What follows belongs to an exercise in optimizing a design on an open flow for small area, a short achievable clock period and few clock cycles per item; a production flow would make more cautious choices. Where RTL was checked, it was by simulation tests only, not by an equivalence proof against the original. Function not checked in run 1: the RTL went through the layout flow alone.

--- design.v ---
module aes_sbox (
    input  wire [7:0] a,
    output wire [7:0] y
);
    wire t0, t1, t2, t3, t4, t5, t6, t7, t8, t9, t10, t11, t12, t13, t14, t15, t16, t17, t18, t19, t20, t21, t22, t23, t24, t25, t26, t27, t28, t29, t30, M1, M2, M3, M4, M5, M6, M7, M8, M9, M10, M11, M12, M13, M14, M15, M16, M17, M18, M19, M20, M21, M22, M23, M46, M47, M48, M49, M50, M51, M52, M53, M54, M55, M56, M57, M58, M59, M60, M61, M62, M63, b0, b1, b2, b3, b4, b5, b6, b7, b8, b9, b10, b11, b12, b13, b14, b15, b16, b17, b18, b19, b20, b21, b22, b23, b24, b25, b26, b27, b28, b29, b30, b31, b32, b33, b34, b35, b36, M37, M38, M39, M40, M41, M42, M43, M44, M45;
    sx2 g0 (.a(a[1]), .b(a[3]), .y(t0));
    sx2 g1 (.a(a[5]), .b(a[6]), .y(t1));
    sx2 g2 (.a(a[2]), .b(a[7]), .y(t2));
    sx2 g3 (.a(a[0]), .b(t1), .y(t3));
    sx2 g4 (.a(a[4]), .b(a[7]), .y(t4));
    sx2 g5 (.a(t0), .b(t4), .y(t5));
    sx2 g6 (.a(a[6]), .b(t0), .y(t6));
    sx2 g7 (.a(a[5]), .b(t2), .y(t7));
    sx2 g8 (.a(a[2]), .b(a[4]), .y(t8));
    sx2 g9 (.a(a[2]), .b(a[5]), .y(t9));
    sx2 g10 (.a(a[1]), .b(a[4]), .y(t10));
    sx2 g11 (.a(a[1]), .b(a[7]), .y(t11));
    sx2 g12 (.a(a[0]), .b(a[2]), .y(t12));
    sx2 g13 (.a(t2), .b(t10), .y(t13));
    sx2 g14 (.a(a[4]), .b(t2), .y(t14));
    sx2 g15 (.a(a[1]), .b(t2), .y(t15));
    sx2 g16 (.a(t1), .b(t8), .y(t16));
    sx2 g17 (.a(t0), .b(t9), .y(t17));
    sx2 g18 (.a(a[3]), .b(t7), .y(t18));
    sx2 g19 (.a(a[0]), .b(t5), .y(t19));
    sx2 g20 (.a(a[4]), .b(t7), .y(t20));
    sx2 g21 (.a(t1), .b(t5), .y(t21));
    sx2 g22 (.a(t3), .b(t15), .y(t22));
    sx2 g23 (.a(t6), .b(t14), .y(t23));
    sx2 g24 (.a(t0), .b(t7), .y(t24));
    sx2 g25 (.a(a[2]), .b(t6), .y(t25));
    sx2 g26 (.a(t0), .b(t16), .y(t26));
    sx2 g27 (.a(t6), .b(t12), .y(t27));
    sx2 g28 (.a(a[7]), .b(t3), .y(t28));
    sx2 g29 (.a(a[1]), .b(t3), .y(t29));
    sx2 g30 (.a(a[4]), .b(t3), .y(t30));
    snand2 g31 (.a(t13), .b(t5), .y(M1));
    snand2 g32 (.a(t22), .b(t19), .y(M2));
    sxn2 g33 (.a(t23), .b(M1), .y(M3));
    snand2 g34 (.a(t30), .b(a[0]), .y(M4));
    sx2 g35 (.a(M4), .b(M1), .y(M5));
    snand2 g36 (.a(t11), .b(t17), .y(M6));
    snand2 g37 (.a(t29), .b(t3), .y(M7));
    sxn2 g38 (.a(t18), .b(M6), .y(M8));
    snand2 g39 (.a(t28), .b(t27), .y(M9));
    sx2 g40 (.a(M9), .b(M6), .y(M10));
    snand2 g41 (.a(t4), .b(t25), .y(M11));
    snand2 g42 (.a(t8), .b(t20), .y(M12));
    sx2 g43 (.a(M12), .b(M11), .y(M13));
    snand2 g44 (.a(t2), .b(t21), .y(M14));
    sx2 g45 (.a(M14), .b(M11), .y(M15));
    sxn2 g46 (.a(M3), .b(M2), .y(M16));
    sx2 g47 (.a(M5), .b(t26), .y(M17));
    sxn2 g48 (.a(M8), .b(M7), .y(M18));
    sx2 g49 (.a(M10), .b(M15), .y(M19));
    sx2 g50 (.a(M16), .b(M13), .y(M20));
    sx2 g51 (.a(M17), .b(M15), .y(M21));
    sx2 g52 (.a(M18), .b(M13), .y(M22));
    sx2 g53 (.a(M19), .b(t24), .y(M23));
    gf16_inv_0000_000000000 u_inv (.d({M23, M22, M21, M20}), .m({M45, M44, M43, M42, M41, M40, M39, M38, M37}));
    snand2 g54 (.a(M44), .b(t5), .y(M46));
    snand2 g55 (.a(M40), .b(t19), .y(M47));
    snand2 g56 (.a(M39), .b(a[0]), .y(M48));
    snand2 g57 (.a(M43), .b(t17), .y(M49));
    snand2 g58 (.a(M38), .b(t3), .y(M50));
    snand2 g59 (.a(M37), .b(t27), .y(M51));
    snand2 g60 (.a(M42), .b(t25), .y(M52));
    snand2 g61 (.a(M45), .b(t20), .y(M53));
    snand2 g62 (.a(M41), .b(t21), .y(M54));
    snand2 g63 (.a(M44), .b(t13), .y(M55));
    snand2 g64 (.a(M40), .b(t22), .y(M56));
    snand2 g65 (.a(M39), .b(t30), .y(M57));
    snand2 g66 (.a(M43), .b(t11), .y(M58));
    snand2 g67 (.a(M38), .b(t29), .y(M59));
    snand2 g68 (.a(M37), .b(t28), .y(M60));
    snand2 g69 (.a(M42), .b(t4), .y(M61));
    snand2 g70 (.a(M45), .b(t8), .y(M62));
    snand2 g71 (.a(M41), .b(t2), .y(M63));
    sx2 g72 (.a(M56), .b(M61), .y(b0));
    sxn2 g73 (.a(M62), .b(b0), .y(b1));
    sx2 g74 (.a(M46), .b(M49), .y(b2));
    sx2 g75 (.a(M54), .b(M58), .y(b3));
    sx2 g76 (.a(M50), .b(M53), .y(b4));
    sx2 g77 (.a(M48), .b(M60), .y(b5));
    sx2 g78 (.a(M51), .b(M59), .y(b6));
    sx2 g79 (.a(M47), .b(M50), .y(b7));
    sxn2 g80 (.a(M55), .b(b7), .y(b8));
    sx2 g81 (.a(M46), .b(M52), .y(b9));
    sxn2 g82 (.a(M61), .b(b6), .y(b10));
    sxn2 g83 (.a(M62), .b(b10), .y(b11));
    sx2 g84 (.a(b3), .b(b5), .y(b12));
    sxn2 g85 (.a(M55), .b(b1), .y(b13));
    sx2 g86 (.a(M48), .b(M51), .y(b14));
    sx2 g87 (.a(M61), .b(M63), .y(b15));
    sx2 g88 (.a(M48), .b(M58), .y(b16));
    sx2 g89 (.a(M49), .b(M52), .y(b17));
    sxn2 g90 (.a(M57), .b(b2), .y(b18));
    sx2 g91 (.a(M47), .b(M53), .y(b19));
    sx2 g92 (.a(b2), .b(b8), .y(b20));
    sx2 g93 (.a(b8), .b(b14), .y(b21));
    sx2 g94 (.a(b9), .b(b15), .y(b22));
    sx2 g95 (.a(b2), .b(b16), .y(b23));
    sxn2 g96 (.a(b12), .b(b22), .y(b24));
    sxn2 g97 (.a(b11), .b(b23), .y(b25));
    sx2 g98 (.a(b1), .b(b21), .y(b26));
    sx2 g99 (.a(b4), .b(b17), .y(b27));
    sx2 g100 (.a(b1), .b(b12), .y(b28));
    sx2 g101 (.a(b4), .b(b11), .y(b29));
    sx2 g102 (.a(b9), .b(b19), .y(b30));
    sx2 g103 (.a(b1), .b(b20), .y(b31));
    sx2 g104 (.a(b4), .b(b18), .y(b32));
    sxn2 g105 (.a(b13), .b(b30), .y(b33));
    sx2 g106 (.a(b28), .b(b32), .y(b34));
    sxn2 g107 (.a(b3), .b(b29), .y(b35));
    sx2 g108 (.a(b13), .b(b27), .y(b36));
    assign y[7] = b36;
    assign y[6] = b33;
    assign y[5] = b24;
    assign y[4] = b31;
    assign y[3] = b26;
    assign y[2] = b34;
    assign y[1] = b35;
    assign y[0] = b25;
endmodule
module sx2 (input wire a, input wire b, output wire y);
    assign y = a ^ b;
endmodule
module sxn2 (input wire a, input wire b, output wire y);
    assign y = ~(a ^ b);
endmodule
module snand2 (input wire a, input wire b, output wire y);
    assign y = ~(a & b);
endmodule
module snor2 (input wire a, input wire b, output wire y);
    assign y = ~(a | b);
endmodule
module skx (input wire a, input wire g, input wire s, output wire y);
    assign y = a ^ (g & s);
endmodule
module gf16_inv_0000_000000000 (
    input  wire [3:0] d,
    output wire [8:0] m
);
    assign m[0] = (d[0] & d[1]) | (d[1] & ~d[3]) | (d[0] & ~d[2] & d[3]) | (d[0] & d[2] & ~d[3]);
    assign m[1] = (d[1] & d[2]) | (~d[0] & d[1]) | (d[0] & d[2] & d[3]) | (d[0] & ~d[1] & ~d[2] & ~d[3]);
    assign m[2] = (~d[1] & d[3]) | (d[2] & d[3]) | (~d[0] & d[1] & d[2]) | (d[0] & ~d[1] & d[2]);
    assign m[3] = (~d[2] & d[3]) | (d[0] & d[3]) | (d[0] & d[1] & d[2]) | (~d[0] & ~d[1] & d[2] & ~d[3]);
    assign m[4] = (~d[0] & d[1] & ~d[3]) | (~d[1] & ~d[2] & d[3]) | (~d[0] & d[1] & d[2]) | (d[0] & ~d[1] & ~d[2]) | (d[0] & ~d[2] & d[3]) | (~d[0] & d[2] & ~d[3]);
    assign m[5] = (d[0] & d[1] & ~d[2]) | (~d[1] & d[2] & d[3]) | (~d[0] & ~d[1] & d[3]) | (d[0] & d[1] & ~d[3]) | (d[1] & ~d[2] & ~d[3]) | (~d[0] & d[2] & d[3]);
    assign m[6] = (d[0] & ~d[1]) | (d[0] & ~d[2]) | (~d[0] & d[1] & d[3]);
    assign m[7] = (~d[0] & d[2]) | (d[2] & ~d[3]) | (d[1] & ~d[2] & d[3]);
    assign m[8] = (~d[1] & d[2] & d[3]) | (d[0] & d[1] & ~d[3]) | (d[0] & ~d[1] & ~d[2]) | (~d[0] & d[2] & ~d[3]);
endmodule
module gf16_inv_0000_111110011 (
    input  wire [3:0] d,
    output wire [8:0] m
);
    assign m[0] = (~d[0] & ~d[1]) | (~d[0] & d[3]) | (~d[1] & ~d[2] & ~d[3]) | (~d[1] & d[2] & d[3]);
    assign m[1] = (~d[0] & ~d[1]) | (d[0] & d[1] & ~d[2]) | (~d[1] & ~d[2] & d[3]) | (~d[1] & d[2] & ~d[3]);
    assign m[2] = (d[1] & ~d[2]) | (~d[2] & ~d[3]) | (~d[0] & ~d[1] & ~d[3]) | (d[0] & d[1] & ~d[3]);
    assign m[3] = (~d[2] & ~d[3]) | (~d[0] & d[1] & ~d[3]) | (~d[0] & d[2] & d[3]) | (d[0] & ~d[1] & ~d[3]);
    assign m[4] = (d[0] & d[2]) | (~d[1] & d[2] & d[3]) | (d[0] & d[1] & ~d[3]) | (~d[0] & d[1] & ~d[2] & d[3]) | (~d[0] & ~d[1] & ~d[2] & ~d[3]);
    assign m[5] = (d[0] & d[1] & ~d[2]) | (~d[1] & d[2] & d[3]) | (~d[0] & ~d[1] & d[3]) | (d[0] & d[1] & ~d[3]) | (d[1] & ~d[2] & ~d[3]) | (~d[0] & d[2] & d[3]);
    assign m[6] = (d[0] & ~d[1]) | (d[0] & ~d[2]) | (~d[0] & d[1] & d[3]);
    assign m[7] = (~d[2] & ~d[3]) | (~d[1] & ~d[2]) | (d[0] & d[2] & d[3]);
    assign m[8] = (d[1] & d[3]) | (~d[0] & ~d[2]) | (d[0] & ~d[1] & d[2] & ~d[3]);
endmodule
module aes_inv_sbox (
    input  wire [7:0] a,
    output wire [7:0] y
);
    wire t0, t1, t2, t3, t4, t5, t6, t7, t8, t9, t10, t11, t12, t13, t14, t15, t16, t17, t18, t19, t20, t21, t22, t23, t24, t25, t26, t27, t28, t29, M1, M2, M3, M4, M5, M6, M7, M8, M9, M10, M11, M12, M13, M14, M15, M16, M17, M18, M19, M20, M21, M22, M23, M46, M47, M48, M49, M50, M51, M52, M53, M54, M55, M56, M57, M58, M59, M60, M61, M62, M63, b0, b1, b2, b3, b4, b5, b6, b7, b8, b9, b10, b11, b12, b13, b14, b15, b16, b17, b18, b19, b20, b21, b22, b23, b24, b25, b26, b27, b28, b29, b30, b31, b32, b33, b34, b35, b36, b37, b38, b39, M37, M38, M39, M40, M41, M42, M43, M44, M45;
    sx2 g0 (.a(a[4]), .b(a[6]), .y(t0));
    sx2 g1 (.a(a[0]), .b(a[1]), .y(t1));
    sx2 g2 (.a(a[3]), .b(a[4]), .y(t2));
    sx2 g3 (.a(a[3]), .b(a[6]), .y(t3));
    sx2 g4 (.a(a[2]), .b(a[7]), .y(t4));
    sx2 g5 (.a(t0), .b(t1), .y(t5));
    sx2 g6 (.a(a[6]), .b(a[7]), .y(t6));
    sx2 g7 (.a(a[7]), .b(t0), .y(t7));
    sx2 g8 (.a(t1), .b(t3), .y(t8));
    sx2 g9 (.a(a[0]), .b(a[7]), .y(t9));
    sx2 g10 (.a(a[1]), .b(a[2]), .y(t10));
    sx2 g11 (.a(a[0]), .b(a[5]), .y(t11));
    sx2 g12 (.a(a[0]), .b(a[3]), .y(t12));
    sx2 g13 (.a(a[1]), .b(a[5]), .y(t13));
    sx2 g14 (.a(a[2]), .b(a[5]), .y(t14));
    sxn2 g15 (.a(a[4]), .b(a[7]), .y(t15));
    sx2 g16 (.a(a[5]), .b(t4), .y(t16));
    sx2 g17 (.a(t1), .b(t2), .y(t17));
    sx2 g18 (.a(t1), .b(t6), .y(t18));
    sxn2 g19 (.a(t3), .b(t9), .y(t19));
    sx2 g20 (.a(t2), .b(t10), .y(t20));
    sx2 g21 (.a(a[5]), .b(t2), .y(t21));
    sx2 g22 (.a(a[0]), .b(t2), .y(t22));
    sx2 g23 (.a(t0), .b(t11), .y(t23));
    sxn2 g24 (.a(t3), .b(t13), .y(t24));
    sxn2 g25 (.a(t0), .b(t14), .y(t25));
    sxn2 g26 (.a(t4), .b(t5), .y(t26));
    sx2 g27 (.a(t4), .b(t8), .y(t27));
    sxn2 g28 (.a(a[5]), .b(t5), .y(t28));
    sx2 g29 (.a(a[3]), .b(t7), .y(t29));
    snor2 g30 (.a(t18), .b(t25), .y(M1));
    snor2 g31 (.a(t15), .b(t7), .y(M2));
    sxn2 g32 (.a(t27), .b(M1), .y(M3));
    snor2 g33 (.a(t5), .b(t16), .y(M4));
    sx2 g34 (.a(M4), .b(M1), .y(M5));
    snand2 g35 (.a(t17), .b(t24), .y(M6));
    snor2 g36 (.a(t0), .b(t22), .y(M7));
    sx2 g37 (.a(t23), .b(M6), .y(M8));
    snor2 g38 (.a(t8), .b(t28), .y(M9));
    sxn2 g39 (.a(M9), .b(M6), .y(M10));
    snand2 g40 (.a(t2), .b(t26), .y(M11));
    snor2 g41 (.a(t29), .b(t20), .y(M12));
    sxn2 g42 (.a(M12), .b(M11), .y(M13));
    snor2 g43 (.a(t6), .b(t19), .y(M14));
    sxn2 g44 (.a(M14), .b(M11), .y(M15));
    sx2 g45 (.a(M3), .b(M2), .y(M16));
    sxn2 g46 (.a(M5), .b(t12), .y(M17));
    sx2 g47 (.a(M8), .b(M7), .y(M18));
    sx2 g48 (.a(M10), .b(M15), .y(M19));
    sx2 g49 (.a(M16), .b(M13), .y(M20));
    sx2 g50 (.a(M17), .b(M15), .y(M21));
    sx2 g51 (.a(M18), .b(M13), .y(M22));
    sxn2 g52 (.a(M19), .b(t21), .y(M23));
    gf16_inv_0000_111110011 u_inv (.d({M23, M22, M21, M20}), .m({M45, M44, M43, M42, M41, M40, M39, M38, M37}));
    snor2 g53 (.a(M44), .b(t25), .y(M46));
    snor2 g54 (.a(M40), .b(t7), .y(M47));
    snor2 g55 (.a(M39), .b(t16), .y(M48));
    snand2 g56 (.a(M43), .b(t24), .y(M49));
    snor2 g57 (.a(M38), .b(t22), .y(M50));
    snor2 g58 (.a(M37), .b(t28), .y(M51));
    snand2 g59 (.a(M42), .b(t26), .y(M52));
    snor2 g60 (.a(M45), .b(t20), .y(M53));
    snor2 g61 (.a(M41), .b(t19), .y(M54));
    snor2 g62 (.a(M44), .b(t18), .y(M55));
    snor2 g63 (.a(M40), .b(t15), .y(M56));
    snor2 g64 (.a(M39), .b(t5), .y(M57));
    snand2 g65 (.a(M43), .b(t17), .y(M58));
    snor2 g66 (.a(M38), .b(t0), .y(M59));
    snor2 g67 (.a(M37), .b(t8), .y(M60));
    snand2 g68 (.a(M42), .b(t2), .y(M61));
    snor2 g69 (.a(M45), .b(t29), .y(M62));
    snor2 g70 (.a(M41), .b(t6), .y(M63));
    sx2 g71 (.a(M52), .b(M61), .y(b0));
    sx2 g72 (.a(M50), .b(b0), .y(b1));
    sxn2 g73 (.a(M54), .b(M58), .y(b2));
    sx2 g74 (.a(M62), .b(b2), .y(b3));
    sx2 g75 (.a(M59), .b(b1), .y(b4));
    sx2 g76 (.a(M48), .b(M56), .y(b5));
    sx2 g77 (.a(M47), .b(M60), .y(b6));
    sx2 g78 (.a(b5), .b(b6), .y(b7));
    sx2 g79 (.a(M57), .b(M63), .y(b8));
    sx2 g80 (.a(M46), .b(M51), .y(b9));
    sxn2 g81 (.a(M49), .b(b7), .y(b10));
    sx2 g82 (.a(M51), .b(M59), .y(b11));
    sx2 g83 (.a(M48), .b(M59), .y(b12));
    sx2 g84 (.a(M55), .b(M63), .y(b13));
    sx2 g85 (.a(M49), .b(M58), .y(b14));
    sxn2 g86 (.a(M58), .b(b5), .y(b15));
    sxn2 g87 (.a(M49), .b(b11), .y(b16));
    sxn2 g88 (.a(M55), .b(M61), .y(b17));
    sx2 g89 (.a(M46), .b(b12), .y(b18));
    sx2 g90 (.a(b8), .b(b15), .y(b19));
    sx2 g91 (.a(M47), .b(b9), .y(b20));
    sx2 g92 (.a(M53), .b(b14), .y(b21));
    sx2 g93 (.a(b0), .b(b16), .y(b22));
    sx2 g94 (.a(b0), .b(b18), .y(b23));
    sx2 g95 (.a(M53), .b(b9), .y(b24));
    sx2 g96 (.a(M54), .b(b13), .y(b25));
    sx2 g97 (.a(b8), .b(b17), .y(b26));
    sx2 g98 (.a(M57), .b(b3), .y(b27));
    sx2 g99 (.a(b10), .b(b25), .y(b28));
    sx2 g100 (.a(M62), .b(b21), .y(b29));
    sx2 g101 (.a(b1), .b(b10), .y(b30));
    sx2 g102 (.a(b19), .b(b24), .y(b31));
    sx2 g103 (.a(b3), .b(b22), .y(b32));
    sx2 g104 (.a(b3), .b(b20), .y(b33));
    sx2 g105 (.a(b3), .b(b23), .y(b34));
    sx2 g106 (.a(b4), .b(b28), .y(b35));
    sx2 g107 (.a(b4), .b(b31), .y(b36));
    sx2 g108 (.a(b4), .b(b33), .y(b37));
    sx2 g109 (.a(b4), .b(b29), .y(b38));
    sx2 g110 (.a(b27), .b(b30), .y(b39));
    assign y[7] = b32;
    assign y[6] = b35;
    assign y[5] = b39;
    assign y[4] = b34;
    assign y[3] = b36;
    assign y[2] = b37;
    assign y[1] = b38;
    assign y[0] = b26;
endmodule
module aes_inv_mixcol (
    input  wire [31:0] c,
    output wire [31:0] y
);
    wire m0, m1, m2, m3, m4, m5, m6, m7, m8, m9, m10, m11, m12, m13, m14, m15, m16, m17, m18, m19, m20, m21, m22, m23, m24, m25, m26, m27, m28, m29, m30, m31, m32, m33, m34, m35, m36, m37, m38, m39, m40, m41, m42, m43, m44, m45, m46, m47, m48, m49, m50, m51, m52, m53, m54, m55, m56, m57, m58, m59, m60, m61, m62, m63, m64, m65, m66, m67, m68, m69, m70, m71, m72, m73, m74, m75, m76, m77, m78, m79, m80, m81, m82, m83, m84, m85, m86, m87, m88, m89, m90, m91, m92, m93, m94, m95, m96, m97, m98, m99, m100, m101, m102, m103, m104, m105, m106, m107, m108, m109, m110, m111, m112, m113, m114, m115, m116, m117, m118, m119, m120, m121, m122, m123, m124, m125, m126, m127, m128, m129, m130, m131, m132, m133, m134, m135, m136, m137, m138, m139, m140, m141, m142, m143, m144, m145, m146, m147, m148, m149, m150, m151, m152, m153, m154, m155, m156, m157, m158, m159, m160, m161, m162, m163, m164, m165, m166, m167, m168, m169, m170, m171, m172, m173, m174, m175;
    sx2 x0 (.a(c[5]), .b(c[21]), .y(m0));
    sx2 x1 (.a(c[13]), .b(c[29]), .y(m1));
    sx2 x2 (.a(c[6]), .b(c[22]), .y(m2));
    sx2 x3 (.a(c[14]), .b(c[30]), .y(m3));
    sx2 x4 (.a(m0), .b(m1), .y(m4));
    sx2 x5 (.a(c[15]), .b(c[31]), .y(m5));
    sx2 x6 (.a(c[23]), .b(c[27]), .y(m6));
    sx2 x7 (.a(c[7]), .b(c[11]), .y(m7));
    sx2 x8 (.a(c[18]), .b(m3), .y(m8));
    sx2 x9 (.a(c[26]), .b(m2), .y(m9));
    sx2 x10 (.a(c[8]), .b(m4), .y(m10));
    sx2 x11 (.a(c[4]), .b(c[20]), .y(m11));
    sx2 x12 (.a(c[0]), .b(c[16]), .y(m12));
    sx2 x13 (.a(c[1]), .b(c[17]), .y(m13));
    sx2 x14 (.a(c[3]), .b(c[19]), .y(m14));
    sx2 x15 (.a(c[9]), .b(c[25]), .y(m15));
    sx2 x16 (.a(c[12]), .b(c[28]), .y(m16));
    sx2 x17 (.a(c[2]), .b(c[10]), .y(m17));
    sx2 x18 (.a(m6), .b(m7), .y(m18));
    sx2 x19 (.a(m5), .b(m14), .y(m19));
    sx2 x20 (.a(m8), .b(m9), .y(m20));
    sx2 x21 (.a(c[23]), .b(c[24]), .y(m21));
    sx2 x22 (.a(c[24]), .b(m12), .y(m22));
    sx2 x23 (.a(m4), .b(m15), .y(m23));
    sx2 x24 (.a(c[15]), .b(m13), .y(m24));
    sx2 x25 (.a(m11), .b(m16), .y(m25));
    sx2 x26 (.a(m18), .b(m19), .y(m26));
    sx2 x27 (.a(m17), .b(m20), .y(m27));
    sx2 x28 (.a(m10), .b(m22), .y(m28));
    sx2 x29 (.a(c[7]), .b(c[31]), .y(m29));
    sx2 x30 (.a(c[3]), .b(c[31]), .y(m30));
    sx2 x31 (.a(c[7]), .b(c[15]), .y(m31));
    sx2 x32 (.a(m2), .b(m21), .y(m32));
    sx2 x33 (.a(c[31]), .b(m3), .y(m33));
    sx2 x34 (.a(m13), .b(m30), .y(m34));
    sx2 x35 (.a(c[19]), .b(m24), .y(m35));
    sx2 x36 (.a(c[23]), .b(m25), .y(m36));
    sx2 x37 (.a(c[7]), .b(c[8]), .y(m37));
    sx2 x38 (.a(m3), .b(m11), .y(m38));
    sx2 x39 (.a(c[10]), .b(m11), .y(m39));
    sx2 x40 (.a(m14), .b(m15), .y(m40));
    sx2 x41 (.a(m2), .b(m29), .y(m41));
    sx2 x42 (.a(c[2]), .b(m16), .y(m42));
    sx2 x43 (.a(m2), .b(m16), .y(m43));
    sx2 x44 (.a(m3), .b(m31), .y(m44));
    sx2 x45 (.a(m5), .b(m12), .y(m45));
    sx2 x46 (.a(m0), .b(m5), .y(m46));
    sx2 x47 (.a(c[17]), .b(m17), .y(m47));
    sx2 x48 (.a(m0), .b(m18), .y(m48));
    sx2 x49 (.a(m8), .b(m42), .y(m49));
    sx2 x50 (.a(m1), .b(m19), .y(m50));
    sx2 x51 (.a(m7), .b(m34), .y(m51));
    sx2 x52 (.a(m9), .b(m39), .y(m52));
    sx2 x53 (.a(m23), .b(m52), .y(m53));
    sx2 x54 (.a(m23), .b(m49), .y(m54));
    sx2 x55 (.a(c[5]), .b(c[12]), .y(m55));
    sx2 x56 (.a(c[14]), .b(c[21]), .y(m56));
    sx2 x57 (.a(c[13]), .b(c[28]), .y(m57));
    sx2 x58 (.a(c[6]), .b(c[30]), .y(m58));
    sx2 x59 (.a(c[6]), .b(c[21]), .y(m59));
    sx2 x60 (.a(c[1]), .b(c[9]), .y(m60));
    sx2 x61 (.a(c[12]), .b(c[29]), .y(m61));
    sx2 x62 (.a(c[21]), .b(c[28]), .y(m62));
    sx2 x63 (.a(c[15]), .b(c[26]), .y(m63));
    sx2 x64 (.a(c[5]), .b(c[29]), .y(m64));
    sx2 x65 (.a(c[10]), .b(c[25]), .y(m65));
    sx2 x66 (.a(c[7]), .b(c[14]), .y(m66));
    sx2 x67 (.a(c[22]), .b(c[30]), .y(m67));
    sx2 x68 (.a(c[13]), .b(c[30]), .y(m68));
    sx2 x69 (.a(c[16]), .b(c[24]), .y(m69));
    sx2 x70 (.a(c[10]), .b(c[18]), .y(m70));
    sx2 x71 (.a(c[0]), .b(c[25]), .y(m71));
    sx2 x72 (.a(c[6]), .b(c[14]), .y(m72));
    sx2 x73 (.a(c[0]), .b(c[15]), .y(m73));
    sx2 x74 (.a(c[2]), .b(c[11]), .y(m74));
    sx2 x75 (.a(c[1]), .b(c[16]), .y(m75));
    sx2 x76 (.a(c[0]), .b(c[17]), .y(m76));
    sx2 x77 (.a(c[9]), .b(c[16]), .y(m77));
    sx2 x78 (.a(c[27]), .b(m2), .y(m78));
    sx2 x79 (.a(m21), .b(m37), .y(m79));
    sx2 x80 (.a(c[22]), .b(m66), .y(m80));
    sx2 x81 (.a(c[12]), .b(m6), .y(m81));
    sx2 x82 (.a(c[25]), .b(m37), .y(m82));
    sx2 x83 (.a(m1), .b(m67), .y(m83));
    sx2 x84 (.a(c[20]), .b(m6), .y(m84));
    sx2 x85 (.a(c[20]), .b(m55), .y(m85));
    sx2 x86 (.a(m6), .b(m17), .y(m86));
    sx2 x87 (.a(m1), .b(m29), .y(m87));
    sx2 x88 (.a(c[4]), .b(m62), .y(m88));
    sx2 x89 (.a(c[2]), .b(m60), .y(m89));
    sx2 x90 (.a(c[23]), .b(m12), .y(m90));
    sx2 x91 (.a(c[20]), .b(m57), .y(m91));
    sx2 x92 (.a(c[13]), .b(m59), .y(m92));
    sx2 x93 (.a(c[4]), .b(m61), .y(m93));
    sx2 x94 (.a(c[22]), .b(m64), .y(m94));
    sx2 x95 (.a(c[29]), .b(m56), .y(m95));
    sx2 x96 (.a(m13), .b(m71), .y(m96));
    sx2 x97 (.a(c[5]), .b(m68), .y(m97));
    sx2 x98 (.a(c[9]), .b(m3), .y(m98));
    sx2 x99 (.a(m15), .b(m75), .y(m99));
    sx2 x100 (.a(m21), .b(m76), .y(m100));
    sx2 x101 (.a(c[4]), .b(m7), .y(m101));
    sx2 x102 (.a(m7), .b(m63), .y(m102));
    sx2 x103 (.a(m6), .b(m74), .y(m103));
    sx2 x104 (.a(c[1]), .b(m65), .y(m104));
    sx2 x105 (.a(m8), .b(m102), .y(m105));
    sx2 x106 (.a(m8), .b(m47), .y(m106));
    sx2 x107 (.a(m79), .b(m89), .y(m107));
    sx2 x108 (.a(m33), .b(m40), .y(m108));
    sx2 x109 (.a(m38), .b(m94), .y(m109));
    sx2 x110 (.a(m32), .b(m73), .y(m110));
    sx2 x111 (.a(m41), .b(m69), .y(m111));
    sx2 x112 (.a(m4), .b(m24), .y(m112));
    sx2 x113 (.a(m4), .b(m22), .y(m113));
    sx2 x114 (.a(m9), .b(m45), .y(m114));
    sx2 x115 (.a(m33), .b(m90), .y(m115));
    sx2 x116 (.a(m31), .b(m83), .y(m116));
    sx2 x117 (.a(m47), .b(m98), .y(m117));
    sx2 x118 (.a(m70), .b(m78), .y(m118));
    sx2 x119 (.a(m38), .b(m92), .y(m119));
    sx2 x120 (.a(m33), .b(m100), .y(m120));
    sx2 x121 (.a(m41), .b(m96), .y(m121));
    sx2 x122 (.a(m32), .b(m82), .y(m122));
    sx2 x123 (.a(m43), .b(m95), .y(m123));
    sx2 x124 (.a(m46), .b(m80), .y(m124));
    sx2 x125 (.a(m43), .b(m97), .y(m125));
    sx2 x126 (.a(m32), .b(m77), .y(m126));
    sx2 x127 (.a(m46), .b(m58), .y(m127));
    sx2 x128 (.a(m72), .b(m87), .y(m128));
    sx2 x129 (.a(m45), .b(m104), .y(m129));
    sx2 x130 (.a(m44), .b(m99), .y(m130));
    sx2 x131 (.a(m34), .b(m84), .y(m131));
    sx2 x132 (.a(m9), .b(m103), .y(m132));
    sx2 x133 (.a(m23), .b(m120), .y(m133));
    sx2 x134 (.a(m36), .b(m127), .y(m134));
    sx2 x135 (.a(m114), .b(m117), .y(m135));
    sx2 x136 (.a(m36), .b(m128), .y(m136));
    sx2 x137 (.a(m35), .b(m81), .y(m137));
    sx2 x138 (.a(m26), .b(m109), .y(m138));
    sx2 x139 (.a(m25), .b(m124), .y(m139));
    sx2 x140 (.a(m20), .b(m129), .y(m140));
    sx2 x141 (.a(m50), .b(m85), .y(m141));
    sx2 x142 (.a(m10), .b(m121), .y(m142));
    sx2 x143 (.a(m35), .b(m132), .y(m143));
    sx2 x144 (.a(m48), .b(m93), .y(m144));
    sx2 x145 (.a(m10), .b(m110), .y(m145));
    sx2 x146 (.a(m86), .b(m108), .y(m146));
    sx2 x147 (.a(m10), .b(m111), .y(m147));
    sx2 x148 (.a(c[28]), .b(m51), .y(m148));
    sx2 x149 (.a(m50), .b(m88), .y(m149));
    sx2 x150 (.a(m10), .b(m130), .y(m150));
    sx2 x151 (.a(m112), .b(m126), .y(m151));
    sx2 x152 (.a(m40), .b(m105), .y(m152));
    sx2 x153 (.a(m20), .b(m107), .y(m153));
    sx2 x154 (.a(m51), .b(m118), .y(m154));
    sx2 x155 (.a(m26), .b(m119), .y(m155));
    sx2 x156 (.a(m36), .b(m116), .y(m156));
    sx2 x157 (.a(m26), .b(m125), .y(m157));
    sx2 x158 (.a(m35), .b(m101), .y(m158));
    sx2 x159 (.a(m48), .b(m91), .y(m159));
    sx2 x160 (.a(m106), .b(m122), .y(m160));
    sx2 x161 (.a(m10), .b(m115), .y(m161));
    sx2 x162 (.a(m44), .b(m113), .y(m162));
    sx2 x163 (.a(m26), .b(m123), .y(m163));
    sx2 x164 (.a(m28), .b(m152), .y(m164));
    sx2 x165 (.a(m28), .b(m154), .y(m165));
    sx2 x166 (.a(m27), .b(m149), .y(m166));
    sx2 x167 (.a(m53), .b(m148), .y(m167));
    sx2 x168 (.a(m53), .b(m137), .y(m168));
    sx2 x169 (.a(m27), .b(m141), .y(m169));
    sx2 x170 (.a(m27), .b(m159), .y(m170));
    sx2 x171 (.a(m27), .b(m144), .y(m171));
    sx2 x172 (.a(m28), .b(m143), .y(m172));
    sx2 x173 (.a(m54), .b(m158), .y(m173));
    sx2 x174 (.a(m54), .b(m131), .y(m174));
    sx2 x175 (.a(m28), .b(m146), .y(m175));
    assign y[0] = m147;
    assign y[1] = m133;
    assign y[2] = m140;
    assign y[3] = m172;
    assign y[4] = m174;
    assign y[5] = m166;
    assign y[6] = m138;
    assign y[7] = m134;
    assign y[8] = m162;
    assign y[9] = m142;
    assign y[10] = m153;
    assign y[11] = m175;
    assign y[12] = m167;
    assign y[13] = m171;
    assign y[14] = m157;
    assign y[15] = m136;
    assign y[16] = m145;
    assign y[17] = m150;
    assign y[18] = m135;
    assign y[19] = m165;
    assign y[20] = m173;
    assign y[21] = m169;
    assign y[22] = m155;
    assign y[23] = m139;
    assign y[24] = m161;
    assign y[25] = m151;
    assign y[26] = m160;
    assign y[27] = m164;
    assign y[28] = m168;
    assign y[29] = m170;
    assign y[30] = m163;
    assign y[31] = m156;
endmodule
module kw_unwrap (
    input  wire         clk,
    input  wire         rst,       
    input  wire         start,     
    input  wire [127:0] kek,       
    input  wire [191:0] wrapped,   
    output wire         busy,
    output wire         done,      
    output wire         ok,        
    output wire [127:0] key        
);
    localparam [63:0] KW_IV = 64'hA6A6A6A6A6A6A6A6;
    reg         busy_r;
    reg         done_r;
    reg         kexp;     
    reg         first;    
    reg         step12;   
    reg [3:0]   rnd;      
    reg [3:0]   t;        
    reg [127:0] st;       
    reg [63:0]  ro;       
    reg [127:0] rk;       
    reg [127:0] kl;       
    wire accept = start && !busy_r;
    genvar gb, gc, gr;
    wire last   = !kexp && (rnd == 4'd0);
    assign busy = busy_r;
    assign done = done_r;
    assign ok   = (st[127:64] == KW_IV);
    assign key  = {st[63:0], ro};
    wire [31:0]  w0 = rk[127:96];
    wire [31:0]  w1 = rk[95:64];
    wire [31:0]  w2 = rk[63:32];
    wire [31:0]  w3 = rk[31:0];
    wire [31:0]  v3 = w3 ^ w2;    
    wire [31:0]  v2 = w2 ^ w1;
    wire [31:0]  v1 = w1 ^ w0;
    wire [31:0]  rot = {v3[23:0], v3[31:24]};
    wire [31:0]  sw_out;
    generate
        for (gb = 0; gb < 4; gb = gb + 1) begin : g_sbox
            aes_sbox u_sbox (.a(rot[8*gb +: 8]), .y(sw_out[8*gb +: 8]));
        end
    endgenerate
    wire [9:0]   rd = {rnd == 4'd9, rnd == 4'd8, rnd == 4'd7, rnd == 4'd6, rnd == 4'd5,
                       rnd == 4'd4, rnd == 4'd3, rnd == 4'd2, rnd == 4'd1, rnd == 4'd0};
    wire [7:0]   rcon = {rd[7], rd[6], rd[5] | rd[9], rd[4] | rd[8] | rd[9],
                         rd[3] | rd[8], rd[2] | rd[9], rd[1] | rd[8] | rd[9], rd[0] | rd[8]};
    wire [31:0]  rc  = {rcon, 24'h000000};
    wire         fin = kexp && (rnd == 4'd9);    
    wire [31:0]  e0  = w0 ^ rc;
    wire [31:0]  n0;                              
    wire [127:0] key_step;                        
    wire [31:0]  e1  = v1 ^ (rc & {32{kexp}});
    wire [31:0]  e2  = v2 ^ (e0 & {32{kexp}});
    wire [31:0]  e3  = v3 ^ ((v2 ^ e0) & {32{fin}});
    generate
        for (gb = 0; gb < 32; gb = gb + 1) begin : g_kstep
            sx2 u_n0 (.a(e0[gb]), .b(sw_out[gb]), .y(n0[gb]));
            skx u_n1 (.a(e1[gb]), .g(kexp), .s(sw_out[gb]), .y(key_step[64 + gb]));
            skx u_n2 (.a(e2[gb]), .g(kexp), .s(sw_out[gb]), .y(key_step[32 + gb]));
            skx u_n3 (.a(e3[gb]), .g(fin),  .s(sw_out[gb]), .y(key_step[gb]));
        end
    endgenerate
    assign key_step[127:96] = n0;
    wire [127:0] key_prev = {n0, v1, v2, v3};
    wire [127:0] blk = (step12 ? {kl[127:64] ^ 64'd12, kl[63:0]}
                               : {st[127:64] ^ {60'd0, t}, ro}) ^ rk;
    wire [127:0] imc;
    generate
        for (gc = 0; gc < 4; gc = gc + 1) begin : g_imc
            aes_inv_mixcol u_imc (.c(st[32*gc +: 32]), .y(imc[32*gc +: 32]));
        end
    endgenerate
    wire [127:0] x = first ? blk : imc;
    wire [127:0] isr;
    generate
        for (gc = 0; gc < 4; gc = gc + 1) begin : g_col
            for (gr = 0; gr < 4; gr = gr + 1) begin : g_row
                assign isr[127 - 8*(gr + 4*((gc + gr) % 4)) -: 8] =
                       x[127 - 8*(gr + 4*gc) -: 8];
            end
        end
    endgenerate
    wire [127:0] isb;
    generate
        for (gb = 0; gb < 16; gb = gb + 1) begin : g_isbox
            aes_inv_sbox u_isbox (.a(isr[8*gb +: 8]), .y(isb[8*gb +: 8]));
        end
    endgenerate
    wire [127:0] ark = isb ^ key_prev;
    always @(posedge clk) begin
        if (rst) begin
            busy_r <= 1'b0;
            done_r <= 1'b0;
            kexp   <= 1'b0;
            first  <= 1'b0;
            step12 <= 1'b0;
        end else begin
            done_r <= 1'b0;
            if (accept) begin
                busy_r <= 1'b1;
                kexp   <= 1'b1;
                first  <= 1'b0;
                step12 <= 1'b1;
                rnd    <= 4'd0;
                t      <= 4'd12;
            end else if (busy_r) begin
                if (kexp) begin
                    if (rnd == 4'd9) begin
                        kexp  <= 1'b0;
                        first <= 1'b1;
                    end else begin
                        rnd <= rnd + 4'd1;
                    end
                end else begin
                    first <= (rnd == 4'd0) && (t != 4'd1);
                    if (rnd == 4'd0) begin
                        rnd    <= 4'd9;
                        t      <= t - 4'd1;
                        step12 <= 1'b0;
                        if (t == 4'd1) begin
                            busy_r <= 1'b0;
                            done_r <= 1'b1;
                        end
                    end else begin
                        rnd <= rnd - 4'd1;
                    end
                end
            end
        end
    end
    always @(posedge clk) begin
        if (accept)
            rk <= {kek[127:32], kek[63:32] ^ kek[31:0]};
        else if (last)
            rk <= kl;
        else
            rk <= key_step;
    end
    always @(posedge clk) begin
        if (accept)
            kl <= {wrapped[191:128], wrapped[63:0]};
        else if (first && step12)
            kl <= rk;
    end
    always @(posedge clk) begin
        st <= ark;
        if (accept)
            ro <= wrapped[127:64];
        else if (first && !step12)
            ro <= st[63:0];
    end
endmodule
--- flow/run.sh ---
#!/bin/bash
# The standard layout (the standard.sh: ORFS synthesis to finish), with
# these changes in how it is made:
#  - the port buffers that global placement inserts on every input and
#    output are the smallest buffer (buf_1) instead of clkdlybuf4s50_1;
#  - clock tree synthesis inserts no dummy loads;
#  - after floorplanning, the flip-flops of the round state (st) get a
#    stronger drive (same cell type, dfxtp_1 -> dfxtp_4): they drive the
#    InvMixColumns network at the start of the critical loop.
# ORFS writes each step's full log under orfs/logs/; make's output goes to
# flow_*.log and the resizing step's to upsize.log, all in this folder.
set -euo pipefail
export BUFFER_PORTS_ARGS="-buffer_cell sky130_fd_sc_hd__buf_1"
export CTS_ARGS="-sink_clustering_enable -repair_clock_nets -dont_use_dummy_load"
bash standard.sh floorplan > flow_floorplan.log 2>&1
odb=orfs/results/$FLOW_PLATFORM/kw_unwrap/base/2_floorplan.odb
ODB=$odb openroad -no_init -exit flow/upsize.tcl > upsize.log 2>&1
bash standard.sh finish > flow_finish.log 2>&1
--- flow/upsize.tcl ---
# Give the state flip-flops st[*] the 4x drive version of their cell.
read_db $::env(ODB)
set db [ord::get_db]
set block [[$db getChip] getBlock]
set n 0
foreach inst [$block getInsts] {
  set name [$inst getName]
  set m [[$inst getMaster] getName]
  if {[string first "st\\\[" $name] == 0 && $m eq "sky130_fd_sc_hd__dfxtp_1"} {
    $inst swapMaster [$db findMaster sky130_fd_sc_hd__dfxtp_4]
    incr n
  }
}
puts "resized $n flip-flops"
write_db $::env(ODB)
--- standard.sh ---
#!/bin/bash
# synth_recipe.tcl (not shown) runs the flow's synth.tcl, then flattens the netlist and writes it again
# the make line also repeats each setting of config.mk as NAME=value (left out here)
make -C /OpenROAD-flow-scripts/flow DESIGN_CONFIG=/design/flow/config.mk WORK_HOME=/design/flow/orfs CLKGATE_MAP_FILE= SYNTH_SCRIPT=/design/flow/synth_recipe.tcl "${@:-finish}"
--- config.mk ---
export PLATFORM = sky130hd
export DESIGN_NAME = kw_unwrap
export DESIGN_NICKNAME = kw_unwrap
export VERILOG_FILES = /design/flow/design.v
export SDC_FILE = /design/flow/constraint.sdc
export NUM_CORES = 8
export LEC_CHECK = 0
export CAP_MARGIN = 20
export CORE_MARGIN = 2
export CORE_UTILIZATION = 24
export SETUP_SLACK_MARGIN = 1.5
export SLEW_MARGIN = 20
export SYNTH_HIERARCHICAL = 1
--- constraint.sdc ---
create_clock -name core_clock -period 8.0 [get_ports {clk}]
set_input_delay 1.6000 -clock core_clock [delete_from_list [all_inputs] [get_ports {clk}]]
set_output_delay 1.6000 -clock core_clock [all_outputs]
set_load 0.01 [all_outputs]
==> results by group, run 1 <==
Floorplanning
  – Die area: 0.240 mm2
  – Chip Height: 490 um
  – Die X: 490 um
  – Initial Utilization: 0.241
  – Core Box Area: 0.235 mm2
  – Row count: 178
  – Ports: approximately 450

Placed design
  – Port Buf Inserts: 453
  – Post-DP HPWL: 192000 um
  – Dpl cell area: around 0.060 mm2
  – Final GP Congestion: 1.01

STA
  – Fmax: 158 MHz
  – Relative slew slack: 0.273
  – Setup violators final: 0
  – Period utilization: 0.791
  – Hold violation total from the final report: 0
  – Clk_skew: between 80 and 90 ps
  – Worst-Margin Slew: 1090 ps
  – Setup TNS: 0 ps
  – Unrepaired setup endpoints after global routing: true
  – Final slew viol count: 0
  – Final min period: around 6300 ps

Layout
  – Core Util, Final: 0.273
  – Final nets: ~7300
  – Share of cells above drive strength 1: 0.125
  – Area Growth Syn to Fin: 13.1%
  – Fin area: about 0.064 mm2
  – Filler cells: 25400

GRT
  – Remaining Overflow, GRT: 0
  – Global-route wire length before repair: 322000 um
  – Gr usage total: 0.187
  – Antenna violations before repair: 13
  – Largest net degree at the start of global routing: 123
  – Number of global-route vias before repair: 43000

Worst setup path
  – R2R Path Start: st[64]
  – CP max FO: 8
  – Crit path from: st[64]
  – Critical path class: register to register
  – CP endpoint kind: register
  – Reg2reg path depth: 23
  – CP Launch Type: register
  – R2r setup slk: 1670 ps
  – Worst EP arrival: about 7000 ps
  – Worst path required time: 8510 ps
  – Reg-to-Reg End: st[13]
  – Setup crit end: st[13]

Drt
  – Via density per instance: roughly 4.5
  – WL/cell: 23.3 um
  – DRC: 0
  – Final ANT Viol Nets: 0
  – DRT iter0 DRCs: 3649
  – Via count: roughly 45000
  – Met1 WL: 99000 um
  – DR pass1 iterations: 7
  – DR WL met2: 104000 um
  – Final wirelength: 234000 um
  – Met3 wire len: 12000 um
  – Max Used Layer: met5

Synthesis
  – Synthesized flop and latch total: between 400 and 500
  – Async set-reset flop share out of synthesis: 0
  – Share of the synthesized area in the top cell type: 0.348
  – Yosys top cell by area: xor2_1
  – Cells after synthesis: 6778
  – Synth cell types: 66
  – Synth Cell Area: 0.0566 mm2
  – Number of synthesized flops with an enable pin: 200
  – Mapped Nets: 7107
  – Yosys Warn Count: 7
  – Most used flip-flop cell after synthesis: dfxtp_1
  – Top cells by area, synth: xor2_1 (35%), xnor2_1 (12%), edfxtp_1 (11%)
  – Seq/Total Area, Yosys: 0.198
  – Mean post-synth cell area: 8.35 um2

Clocking
  – # clock sinks: roughly 460
  – Worst skew pair latency: 710 ps
  – CTS Root Buffer Type: clkbuf_16
  – H-tree levels: 2
  – Clock transition at path regs: 70 ps
  – Longest Clk Path Bufs: 3
  – Hold bufs inserted after CTS: 0
  – CTS tree: built
  – Clock buffer count from CTS: 60

Run
  – Max_cap viols: 0

Outcome
  – Outcome: finished clean

Min path
  – Worst min path class: register to register
-- kinds of logic (layout without fill, tap and decap cells) --
kind of cell / after synthesis / after routing / share of synthesized area
flip-flops: 461 / 461 / 0.198
other: 0 / 4 / 0
XOR/XNOR: 3004 / 3004 / 0.465
AND/OR/NAND/NOR: 1787 / 1787 / 0.133
buffers and inverters: 639 / 780 / 0.0761
multiplexers: 383 / 383 / 0.0705
adder cells (fa/ha/maj): 6 / 6 / 0.00133
AO/OA/AOI/OAI: 498 / 498 / 0.0557
-- cell type report --
type / count / area (um2) / share of cell area
inverters: 40 / 150 / 0.00234
repair buffers: 680 / 3470 / 0.0541
diodes: 4 / 10.0 / 0.000156
multi-input cells: 5678 / 43200 / 0.675
well taps: 3150 / 3940 / 0.0616
clock buffers: 60 / 1500 / 0.0234
flip-flops and latches: 461 / 11700 / 0.183
-- synth_stat cells (56+ instances only) --
library cell,instances
a21oi_1,111
buf_2,56
buf_4,431
clkbuf_1,87
dfxtp_1,261
edfxtp_1,200
mux2_2,125
mux2i_1,258
nand2_1,1107
nand2b_1,58
nor2_1,421
o21ai_0,59
o21ai_1,128
xnor2_1,748
xor2_1,2252
-- Yosys stat by module (local to each module, per instance) --
module | cells | copies in the design | flops+latches
kw_unwrap | 2626 | 1 | 461
aes_inv_mixcol | 32 | 4 | 0
gf16_inv_0000_111110011 | 36 | 16 | 0
gf16_inv_0000_000000000 | 37 | 4 | 0
aes_inv_sbox | 8 | 16 | 0
aes_sbox | 8 | 4 | 0
skx | 2 | 96 | 0
sx2 | 1 | 2080 | 0
sxn2 | 1 | 328 | 0
snand2 | 1 | 204 | 0
snor2 | 1 | 336 | 0
-- stage by stage --
stage / cells / hold WS [ps] / setup slack (ps)
after detailed placement: 9966 / 520 / 643
after global placement: 9966 / 507 / 722
after global routing: 10100 / 554 / 1330
final: 10100 / 507 / 1670
after floorplan: 6778 / 511 / 1770
after CTS: 10100 / 516 / 1390
-- repair_timing --
action / 4_1_cts / 5_1_grt
pin swaps: 16 / 24
endpoints found under the setup margin: 130 / 190
buffers inserted: 27 / 16
gates resized for setup: 87 / 183
-- critical path, stage by stage (launching register included) --
cell and delay [ps]:
dfxtp_4 430, xor2_1 350, xor2_1 380, xor2_1 300, xor2_1 290, mux2_2 360, xor2_2 430, xor2_4 240
xnor2_1 180, nand2_1 170, xnor2_2 240, xor2_1 240, xnor2_2 150, buf_4 190, nand2b_1 220, o31ai_1 290
a21oi_2 90, nor2_1 150, xor2_1 250, xor2_1 300, xnor2_2 190, xor2_1 210, xor2_1 280, xnor2_2 210
-- per-layer routing --
| metal | GRT usage | vias to the layer above |
|---|---|---|
| met3 | 0.0199 | 441 |
| met2 | 0.293 | 1637 |
| met5 | 0 | - |
| met4 | 0.132 | 8 |
| li1 | - | 21400 |
| met1 | 0.240 | 21500 |
-- how the worst min path moves through the flow --
stage | startpoint | endpoint | depth (start not counted)
after floorplan | kl[32] | rk[32] | 2
after global placement | rk[44] | kl[44] | 2
after detailed placement | rk[44] | kl[44] | 2
after CTS | kl[56] | rk[56] | 2
after global routing | kl[56] | rk[56] | 2
final | kl[33] | rk[33] | 2
-- registers in the layout (all words and copies together) (netlist names) --
signal / cells
busy_r: 1
first: 1
ro: 64
kl: 128
rk: 128
t: 4
rnd: 4
done_r: 1
st: 128
kexp: 1
step12: 1
-- cells in the final DEF (no fill, tap or decap), types with 18 or more instances in the layout --
| cell | netlist | layout |
|---|---|---|
| o311ai_1 | 16 | 19 |
| xor2_2 | 1 | 169 |
| a21oi_1 | 111 | 109 |
| xnor2_1 | 748 | 709 |
| nor3b_1 | 18 | 18 |
| edfxtp_1 | 200 | 200 |
| nand2b_1 | 58 | 57 |
| buf_4 | 431 | 222 |
| o21ai_0 | 59 | 58 |
| xor2_4 | 0 | 26 |
| nor2b_1 | 38 | 37 |
| o21ai_1 | 128 | 128 |
| nand3_1 | 25 | 25 |
| mux2_2 | 125 | 120 |
| dfxtp_4 | 0 | 131 |
| dfxtp_1 | 261 | 130 |
| a211oi_2 | 20 | 20 |
| xor2_1 | 2252 | 2058 |
| inv_1 | 40 | 40 |
| o21a_1 | 18 | 18 |
| nor2_1 | 421 | 420 |
| nand2_1 | 1107 | 1106 |
| o22ai_1 | 20 | 20 |
| buf_1 | 7 | 453 |
| xnor2_2 | 2 | 38 |
| clkbuf_16 | 0 | 60 |
| nand3b_1 | 39 | 39 |
| mux2i_1 | 258 | 258 |
==> run 2: changes to the inputs <==
--- a/design.v
+++ b/design.v
@@ -555,19 +555,8 @@
                          rd[3] | rd[8], rd[2] | rd[9], rd[1] | rd[8] | rd[9], rd[0] | rd[8]};
-    wire [31:0]  rc  = {rcon, 24'h000000};
+    wire [31:0]  temp = sw_out ^ {rcon, 24'h000000};
+    wire [31:0]  n0 = w0 ^ temp;
     wire         fin = kexp && (rnd == 4'd9);    
-    wire [31:0]  e0  = w0 ^ rc;
-    wire [31:0]  n0;                              
-    wire [127:0] key_step;                        
-    wire [31:0]  e1  = v1 ^ (rc & {32{kexp}});
-    wire [31:0]  e2  = v2 ^ (e0 & {32{kexp}});
-    wire [31:0]  e3  = v3 ^ ((v2 ^ e0) & {32{fin}});
-    generate
-        for (gb = 0; gb < 32; gb = gb + 1) begin : g_kstep
-            sx2 u_n0 (.a(e0[gb]), .b(sw_out[gb]), .y(n0[gb]));
-            skx u_n1 (.a(e1[gb]), .g(kexp), .s(sw_out[gb]), .y(key_step[64 + gb]));
-            skx u_n2 (.a(e2[gb]), .g(kexp), .s(sw_out[gb]), .y(key_step[32 + gb]));
-            skx u_n3 (.a(e3[gb]), .g(fin),  .s(sw_out[gb]), .y(key_step[gb]));
-        end
-    endgenerate
-    assign key_step[127:96] = n0;
+    wire [31:0]  n2 = v2 ^ n0;
+    wire [127:0] key_step = {n0, v1 ^ (temp & {32{kexp}}), v2 ^ (n0 & {32{kexp}}),
+                             v3 ^ (n2 & {32{fin}})};
     wire [127:0] key_prev = {n0, v1, v2, v3};
--- a/config.mk
+++ b/config.mk
@@ -9,3 +9,3 @@
 export CORE_MARGIN = 2
-export CORE_UTILIZATION = 24
+export CORE_UTILIZATION = 25
 export SETUP_SLACK_MARGIN = 1.5
==> run 2 against run 1 <==
Against the previous run: still clean; worst setup slack gained 46 ps; clock skew increased by 17 ps; highest routed layer unchanged.
==> results by group, run 2 <==
STA
  – Relative slew slack: 0.229
  – Unrepaired setup endpoints after global routing: true
  – Fmax: 159 MHz
  – Hold WS: about 560 ps
  – Hold violation total from the final report: 0
  – Setup TNS: 0 ps
  – Clk_skew: 102 ps
  – Setup violators final: 0
  – Worst-Margin Slew: 1150 ps
  – Final min period: 6280 ps
  – Final slew viol count: 0
  – Post-route setup slack: between 1500 and 2000 ps
  – Period utilization: 0.785

Floorplanning
  – Row count: 172
  – Chip Height: 474 um
  – Die X: 474 um
  – Initial Utilization: 0.251
  – Ports: 454
  – Die area: 0.224 mm2
  – Core Box Area: 0.220 mm2

Drt
  – WL/cell: 24.6 um
  – Via density per instance: 4.77
  – Final wirelength: 239000 um
  – Via count: 46300
  – Final ANT Viol Nets: 0
  – DR pass1 iterations: 6
  – DRT iter0 DRCs: 4409
  – DRC: 0

Clocking
  – Worst skew pair latency: around 730 ps
  – CTS tree: built
  – CTS Root Buffer Type: clkbuf_16
  – Longest Clk Path Bufs: 3
  – # clock sinks: ~460
  – Clock transition at path regs: 70 ps
  – Clock buffer count from CTS: 60
  – H-tree levels: 2

Worst setup path
  – Worst path required time: 8610 ps
  – CP max FO: 10
  – Critical path class: register to register
  – CP Launch Type: register
  – Worst EP arrival: 6890 ps
  – CP endpoint kind: register

Outcome
  – Outcome: finished clean

GRT
  – Largest net degree at the start of global routing: 76
  – Global-route wire length before repair: 331000 um
  – Antenna violations before repair: 39
  – Met2 GRT Util: 0.319
  – Remaining Overflow, GRT: 0
  – Met3 Use GR: 0.0394
  – Global route hottest layer: met2
  – Gr usage total: 0.204
  – Number of global-route vias before repair: 45400
  – M1 GR Usage: 0.259

Synthesis
  – Top cells by area, synth: xor2_1 (33%), xnor2_1 (12%), edfxtp_1 (11%)
  – Synthesized flop and latch total: 461
  – Async set-reset flop share out of synthesis: 0
  – Most used flip-flop cell after synthesis: dfxtp_1
  – Count leader, synth: xor2_1
  – Share of the synthesized area in the top cell type: 0.334
  – Mean post-synth cell area: 8.30 um2
  – Yosys Warn Count: 7
  – Synth Cell Area: 0.0552 mm2
  – Yosys top cell by area: xor2_1
  – Cells after synthesis: 6646
  – Synth cell count leaders: xor2_1 (2103), nand2_1 (954), xnor2_1 (759), nor2_1 (505), buf_4 (424)
  – Mapped Nets: ~7000
  – Synth cell types: 71
  – Number of synthesized flops with an enable pin: 200
  – Seq/Total Area, Yosys: 0.204

Layout
  – Core Util, Final: 0.292
  – Largest regs: kl (128), rk (128), st (128)
  – Multi-input gate area: ~0.043 mm2
  – Most frequent cells in the layout: xor2_1 (1849), nand2_1 (953), xnor2_1 (691)
  – Fin area: between 0.06 and 0.07 mm2
  – Share of cells above drive strength 1: 0.147
  – Filler cells: 23400
  – Reg area: roughly 0.012 mm2
  – Area Growth Syn to Fin: 16.1%
  – Most common cell after layout, fill and taps aside: xor2_1
  – Final nets: between 7000 and 8000
  – Post-route insts no fill: 9714

Min path
  – Worst min path class: register to register

Placed design
  – Pre-CTS WS: 462 ps
  – Post-DP HPWL: 197000 um
  – DP Cell Count: between 9000 and 10000
  – Dpl cell area: approximately 0.059 mm2
  – Port Buf Inserts: 453
  – Final GP Congestion: 0.991

Run
  – Max_cap viols: 0
## run 2: cell types whose count changed in the layout (fill, tap and decap cells not counted), moves of 83 or more
cell / delta
mux2i_1: -127
a21oi_1: +127
nor2_1: +83
nand2_1: -153
xor2_1: -209
o21ai_1: -91
## run 2: worst paths after layout
| path | cells after the start | slack [ps] | start | endpoint |
|---|---|---|---|---|
| worst min register to register | 2 | 560 | kl[28] | rk[28] |
| worst max-delay path | 24 | 1720 | rk[39] | rk[8] |
| worst min-delay path | 2 | 560 | kl[28] | rk[28] |
| worst max register to register | 24 | 1720 | rk[39] | rk[8] |
## run 2: what timing repair did
action                     in CTS  in global routing
pin swaps                      15                 47
setup endpoints to repair     172                160
resized for setup             145                266
buffers inserted               28                 44
hold endpoints to repair        0                  0
cloned                          0                  2
hold buffers                    0                  0
## run 2: worst max-delay path: stages, from the launching register on
cell	delay, ps
dfxtp_1	300
buf_4	160
xnor2_1	340
inv_1	310
xor2_2	360
xor2_2	300
xor2_1	260
nand2_1	170
xor2_4	270
xor2_1	270
xor2_2	120
buf_4	190
nor2_1	200
nor3_1	70
nor2_1	220
nand2_1	100
xor2_1	180
xnor2_1	220
xnor2_1	160
xnor2_1	580
xnor2_1	360
xor2_1	330
a21oi_1	100
o311ai_0	450
a21boi_0	210
## run 2: cells by family after synthesis
kind of cell             count (synthesis)  share of synthesized area
AO/OA/AOI/OAI                          683                     0.0812
XOR/XNOR                              2867                      0.456
adder cells (fa/ha/maj)                  7                    0.00159
buffers and inverters                  627                     0.0731
flip-flops                             461                      0.204
multiplexers                           257                     0.0495
AND/OR/NAND/NOR                       1744                      0.134
## run 2: Yosys stat by module (local to each module, per instance)
module | copies in the design | area [um2] | flip-flops and latches
kw_unwrap | 1 | 25500 | 461
aes_inv_sbox | 16 | 60.1 | 0
snor2 | 336 | 3.75 | 0
aes_inv_mixcol | 4 | 240 | 0
gf16_inv_0000_111110011 | 16 | 235 | 0
sxn2 | 328 | 8.76 | 0
snand2 | 204 | 3.75 | 0
sx2 | 2048 | 8.76 | 0
gf16_inv_0000_000000000 | 4 | 233 | 0
aes_sbox | 4 | 60.1 | 0
## run 2: layout make-up
| cell class | instances | share of cell area |
|---|---|---|
| Multi-Input combinational cell | 5560 | 0.675 |
| Inverter | 40 | 0.00240 |
| Sequential cell | 461 | 0.183 |
| Tap cell | 2871 | 0.0561 |
| Clock buffer | 60 | 0.0235 |
| Antenna cell | 6 | 0.000235 |
| Timing Repair Buffer | 716 | 0.0598 |
## run 2: layer usage
layer  wire, um  vias to the layer above  part of all wire
li1           -                    21300                 -
met1      99100                    22600              0.41
met2     105000                     1883              0.44
met3      18100                      472             0.076
met4      16700                       22             0.070
met5        148                        -           0.00062
Testbench counts of run 2, summed over its fixed seeds: cycles 67,072, items 512.
==> run 3: changes to the inputs <==
--- a/config.mk
+++ b/config.mk
@@ -9,3 +9,3 @@
 export CORE_MARGIN = 2
-export CORE_UTILIZATION = 25
+export CORE_UTILIZATION = 24
 export SETUP_SLACK_MARGIN = 1.5
==> run 3 against run 2 <==
Against the previous run: critical path type unchanged; maximum frequency about the same; final area is 0.21% lower; wire length rose by 1.3%; non-clock buffer count is the same; sequential share of layout area barely moved; register-to-register slack about the same; critical path depth did not move; die area grew 4.1%; synthesized area unchanged; highest routed layer unchanged.
==> results by group, run 3 <==
Clocking
  – CTS Root Buffer Type: clkbuf_16
  – Clock buffer count from CTS: between 50 and 60
  – Hold bufs inserted after CTS: 0
  – H-tree levels: 2
  – CTS tree: built
  – Worst skew pair latency: 720 ps
  – Clock transition at path regs: 60 ps
  – Longest Clk Path Bufs: 3
  – # clock sinks: approximately 460

STA
  – Setup violators final: 0
  – Post-route setup slack: about 1700 ps
  – Hold violation total from the final report: 0
  – Final min period: 6280 ps
  – Fmax: around 160 MHz
  – Unrepaired setup endpoints after global routing: true
  – Final slew viol count: 0
  – Worst-Margin Slew: 1300 ps
  – Relative slew slack: 0.126
  – Period utilization: 0.785
  – Setup TNS: 0 ps
  – Clk_skew: 89.3 ps

Synthesis
  – Yosys top cell by area: xor2_1
  – Most used flip-flop cell after synthesis: dfxtp_1
  – Count leader, synth: xor2_1
  – Synth cell count leaders: xor2_1 (2103), nand2_1 (954), xnor2_1 (759), nor2_1 (505), buf_4 (424)
  – Number of synthesized flops with an enable pin: 200
  – Async set-reset flop share out of synthesis: 0
  – Seq/Total Area, Yosys: 0.204
  – Synth Cell Area: 0.0552 mm2
  – Mean post-synth cell area: 8.30 um2
  – Synthesized flop and latch total: 461
  – Synth cell types: 71
  – Mapped Nets: 6976
  – Share of the synthesized area in the top cell type: 0.334
  – Yosys Warn Count: 7
  – Cells after synthesis: 6646
  – Top cells by area, synth: xor2_1 (33%), xnor2_1 (12%), edfxtp_1 (11%)

Floorplanning
  – Chip Height: 483 um
  – Die area: 0.234 mm2
  – Initial Utilization: 0.242
  – Ports: 454
  – Core Box Area: 0.228 mm2
  – Die X: 483 um
  – Row count: 175

Worst setup path
  – CP max FO: 13
  – CP Launch Type: register
  – CP endpoint kind: register
  – Worst EP arrival: roughly 6800 ps
  – Crit path from: st[53]
  – R2R Path Start: st[53]
  – Critical path class: register to register
  – Worst path required time: approximately 8500 ps

Placed design
  – DP Cell Count: just under 10000
  – Final GP Congestion: 0.983
  – Post-DP HPWL: 201000 um
  – Port Buf Inserts: around 450
  – Pre-CTS WS: 215 ps

Drt
  – Final ANT Viol Nets: 0
  – Via density per instance: 4.66
  – DRC: 0
  – Final wirelength: 242000 um
  – WL/cell: 24.6 um
  – DR pass1 iterations: 8
  – DRT iter0 DRCs: 3629
  – Via count: 45900

Layout
  – Area Growth Syn to Fin: 15.8%
  – Share of cells above drive strength 1: 0.145
  – Post-route insts no fill: 9844
  – Largest regs: kl (128), rk (128), st (128)
  – Final nets: 7165
  – Most common cell after layout, fill and taps aside: xor2_1
  – Most frequent cells in the layout: xor2_1 (1865), nand2_1 (953), xnor2_1 (677)
  – Core Util, Final: 0.280

Run
  – Max_cap viols: 0

GRT
  – Largest net degree at the start of global routing: 113
  – Gr usage total: 0.197
  – Global-route wire length before repair: 336000 um
  – Antenna violations before repair: 22
  – Remaining Overflow, GRT: 0
  – Number of global-route vias before repair: 45200

Outcome
  – Outcome: finished clean

Min path
  – Hold path startpoint: kl[25]
  – Worst min path class: register to register
-- run 3: changes by cell type in the layout (fill, tap and decap cells not counted), sizes merged --
| cell | delta |
|---|---|
| diode | -4 |
| clkbuf | -2 |
| clkinvlp | -1 |
| inv | +1 |
| xnor2 | -1 |
| xor2 | -1 |
-- run 3: final timing paths --
path | endpoint | slack (ps) | cells after the start
hold reg to reg | rk[25] | 540 | 2
hold / removal | rk[25] | 540 | 2
setup / recovery | st[61] | 1720 | 24
setup reg to reg | st[61] | 1720 | 24
-- run 3: metal layers --
| metal | global-route usage | vias up | wire, um |
|---|---|---|---|
| met2 | 0.314 | 1668 | 109000 |
| met4 | 0.113 | 14 | 16000 |
| met3 | 0.0283 | 406 | 14400 |
| met1 | 0.254 | 22500 | 103000 |
| li1 | - | 21300 | - |
| met5 | 0 | - | 89 |
-- run 3: through the flow --
stage          area [um2]  hold WS, ps
4_1_cts             61600          548
5_1_grt             63900          591
2_1_floorplan       55200          464
3_5_place_dp        58900          525
6_report            63900          539
3_3_place_gp        58900          504
-- run 3: repair_timing --
| item | in CTS | in global routing |
|---|---|---|
| buffers inserted | 25 | 34 |
| gates resized for setup | 136 | 253 |
| pin swaps | 16 | 46 |
| endpoints found under the setup margin | 181 | 170 |
-- run 3: logic make-up (layout without fill, tap and decap cells) --
family | count (synthesis) | count (layout) | share of synthesized area
adders and majority gates | 7 | 7 | 0.00159
and+or+nand+nor | 1744 | 1744 | 0.134
DFF | 461 | 461 | 0.204
buffers and inverters | 627 | 814 | 0.0731
xor gates and xnor gates | 2867 | 2867 | 0.456
AOI/OAI and AO/OA | 683 | 683 | 0.0812
other | 0 | 2 | 0
muxes | 257 | 257 | 0.0495
-- run 3: area by class of cell --
class,instances,area [um2]
well taps,3009,3760
fillers,24400,164000
flip-flops and latches,461,11700
inverters,40,150
multi-input cells,5558,43000
diodes,2,5.00
clock buffers,58,1450
repair buffers,716,3810
-- run 3: modules after synthesis (local to each module, per instance) --
module / cell area (um2) / cells inside / times used
kw_unwrap: 25500 / 2718 / 1
aes_inv_mixcol: 240 / 32 / 4
gf16_inv_0000_111110011: 235 / 36 / 16
gf16_inv_0000_000000000: 233 / 37 / 4
aes_inv_sbox: 60.1 / 8 / 16
aes_sbox: 60.1 / 8 / 4
sx2: 8.76 / 1 / 2048
sxn2: 8.76 / 1 / 328
snand2: 3.75 / 1 / 204
snor2: 3.75 / 1 / 336
-- run 3: worst max-delay path, stage by stage (launching register included) --
cell and delay, ps:
dfxtp_4 460, xor2_4 250, xor2_2 290, xor2_2 260, xor2_1 290, xor2_1 350
mux2_2 290, xor2_1 160, buf_4 180, xor2_2 260, xnor2_1 180, nand2_1 150
xnor2_2 250, xor2_1 200, xnor2_1 140, buf_4 210, nand2_1 90, nor2b_1 140
o311ai_1 410, nor2_1 150, xnor2_1 210, xor2_1 430, xor2_1 220, xor2_1 120
xnor2_2 400

==> separate check: timing with driven ports <==
The flow's constraints put no driver on any port. The routed layouts listed below were extracted and timed again, unchanged, in two steps.
Step 1, drivers: a clkbuf_16 drives clk and a buf_2 each remaining input, both assumed.
Step 2 moves the port delays by t, midway between the first and last clock arrival at a register: inputs arrive t later, outputs are due t later. That takes back most of the time a late clock gives input paths.
Three values: ideal ports, drivers, drivers and shift; two values: the first two.
| run | t, ns | setup slack, ns | worst setup path after step 2 | slew at the worst register clock pin (ns) | worst data-port slew with drivers (ns) |
|---|---|---|---|---|---|
| run 1 | 0.758 | 1.671 / 1.671 / 1.671 | register to register | 0.07 / 0.07 | 0.23 |
| run 2 | 0.761 | 1.718 / 1.718 / 1.718 | register to register | 0.07 / 0.07 | 0.15 |
| run 3 | 0.752 | 1.719 / 1.719 / 1.719 | register to register | 0.06 / 0.06 | 0.20 |
After both steps setup and hold are still met in every run listed.
